This is an optimization exercise on Yosys and OpenROAD, whose aim is small area and a short achievable clock period, not a production implementation.
The RTL was checked by simulation tests, not by an equivalence proof against the original design.
Power is estimated from default activity; no workload was simulated.

## willow
// row_ecc
module row_ecc (
    input  wire        clk,
    input  wire        in_valid,
    input  wire [71:0] word,        
    input  wire        eraen,       
    input  wire [6:0]  ecol,        
    input  wire        wr,          
    input  wire [63:0] wdata,       
    input  wire [63:0] wmask,       
    output reg         out_valid,
    output reg  [71:0] rword,       
    output wire        ue,          
    output wire        upset,       
    output wire [1:0]  ncorr,       
    output wire [6:0]  ccol,        
    output reg         ecbad,       
    output wire [71:0] wword        
);
    function [7:0] h;
        input [6:0] j;
        begin
            case (j)
                7'd0:  h = 8'h07; 7'd1:  h = 8'h0B; 7'd2:  h = 8'h0D; 7'd3:  h = 8'h0E;
                7'd4:  h = 8'h13; 7'd5:  h = 8'h15; 7'd6:  h = 8'h16; 7'd7:  h = 8'h19;
                7'd8:  h = 8'h1A; 7'd9:  h = 8'h1C; 7'd10: h = 8'h23; 7'd11: h = 8'h25;
                7'd12: h = 8'h26; 7'd13: h = 8'h29; 7'd14: h = 8'h2A; 7'd15: h = 8'h2C;
                7'd16: h = 8'h31; 7'd17: h = 8'h32; 7'd18: h = 8'h34; 7'd19: h = 8'h38;
                7'd20: h = 8'h43; 7'd21: h = 8'h45; 7'd22: h = 8'h46; 7'd23: h = 8'h49;
                7'd24: h = 8'h4A; 7'd25: h = 8'h4C; 7'd26: h = 8'h51; 7'd27: h = 8'h52;
                7'd28: h = 8'h54; 7'd29: h = 8'h58; 7'd30: h = 8'h61; 7'd31: h = 8'h62;
                7'd32: h = 8'h64; 7'd33: h = 8'h68; 7'd34: h = 8'h70; 7'd35: h = 8'h83;
                7'd36: h = 8'h85; 7'd37: h = 8'h86; 7'd38: h = 8'h89; 7'd39: h = 8'h8A;
                7'd40: h = 8'h8C; 7'd41: h = 8'h91; 7'd42: h = 8'h92; 7'd43: h = 8'h94;
                7'd44: h = 8'h98; 7'd45: h = 8'hA1; 7'd46: h = 8'hA2; 7'd47: h = 8'hA4;
  ...
Size: roughly 1300 cells after synthesis, about 160 flip-flops, ~370 I/O pins, ~12000 µm² of cells after synthesis.
Settings: LEC_CHECK=0, CAP_MARGIN=20, CORE_MARGIN=2, CORE_UTILIZATION=45, SLEW_MARGIN=20, TNS_END_PERCENT=0; clock period 14.0 ns.
standard.sh (not shown) runs the stock make flow with config.mk's settings and CLKGATE_MAP_FILE= SYNTH_SCRIPT=/design/flow/synth_recipe.tcl, a recipe that flattens the netlist after the stock synthesis.
==> flow/flow/run.sh <==
#!/bin/bash
set -o pipefail
export BUFFER_PORTS_ARGS="-buffer_cell sky130_fd_sc_hd__buf_1"
export SETUP_SLACK_MARGIN=8
bash standard.sh > standard.log 2>&1
The inputs of yarrow differ from those of willow as listed below.
- a change of CORE_UTILIZATION from 45 to 30
==> flow/flow/run.sh <==
#!/bin/bash
set -o pipefail
export BUFFER_PORTS_ARGS="-buffer_cell sky130_fd_sc_hd__buf_1"
export SETUP_SLACK_MARGIN=6.5
bash standard.sh > standard.log 2>&1
[summary]
H-tree level count came out exactly the same in willow and yarrow.
yarrow vs. willow: total via count in the routed design decreased 555; internal portion of total power decreased by about 12% relative to the old numbers.
Number of gates given a new drive strength after cts in yarrow vs willow: down 57%
Compared with willow, yarrow shows a higher final HPWL from detailed placement.
Comparing willow and yarrow, the lower die width is on willow.
A slowest cell on the critical path of or4_1 is what willow shows, while xnor3_4 belongs to yarrow.
yarrow gives less logic gate share of total power than willow did.
### yarrow -> delta
- a change of CORE_UTILIZATION from 30 to 45
==> flow/flow/run.sh <==
#!/bin/bash
set -o pipefail
export BUFFER_PORTS_ARGS="-buffer_cell sky130_fd_sc_hd__buf_1"
export SETUP_SLACK_MARGIN=7
bash standard.sh > standard.log 2>&1
Results
Taking delta as 1.0, yarrow lands at 0.70 on number of violations reported at the end of detailed-routing iteration 0. delta against yarrow: power after layout rose by 13%, clock input transition at the sequential cells of the worst setup and hold paths stayed essentially flat. Layout buffer count excluding clock buffers (higher): delta.
The inputs of ember differ from those of delta as listed below.
- a change of CORE_UTILIZATION from 45 to 30
==> flow/flow/run.sh <==
#!/bin/bash
set -o pipefail
export BUFFER_PORTS_ARGS="-buffer_cell sky130_fd_sc_hd__buf_1"
export SETUP_SLACK_MARGIN=8
bash standard.sh > standard.log 2>&1
Results
Relative to delta, ember improves first-iteration DRC count.
Longest individual stage delay on the worst path: delta vs ember, no meaningful difference
ember against delta: hold slack now smaller, via count decreased about 2.6%.
The final layout from ember, which completed every stage, passed the timing, DRC and antenna checks at the end of the flow.
delta finished end to end and its layout was clean on timing, DRC and antenna.

==> what the ideal ports hide <==
Ports are ideal in the flow. The routed layouts listed here were re-timed in OpenROAD. Step 1 assumes that a clkbuf_16 drives the clock port and a buf_2 every other input. Step 2 adds t to the input delays and takes it off the output delays; t is the mean of the earliest and latest rising clock arrival at the registers after step 1. Input paths then give back, and output paths get back, about the clock's delay inside the block. Slacks: ideal ports / drivers / drivers and shift; pairs: ideal ports / drivers.
run	shift t [ns]	setup slack, ns	worst hold slack (ns)	worst setup path at the end	cell pins on the clock port's net
willow	0.475	6.949 / 6.924 / 6.450	2.455 / 2.435 / 2.910	input to register	1
yarrow	0.501	6.463 / 6.464 / 5.963	2.449 / 2.436 / 2.937	input to register	1
delta	0.477	6.834 / 6.840 / 6.363	2.473 / 2.453 / 2.930	input to register	1
ember	0.503	6.827 / 6.864 / 6.361	2.459 / 2.425 / 2.928	input to register	1
After both steps every run listed still meets setup and hold. The setup slack of yarrow, which loses most, moves by +0.001 ns with the drivers and by -0.500 ns with both steps.
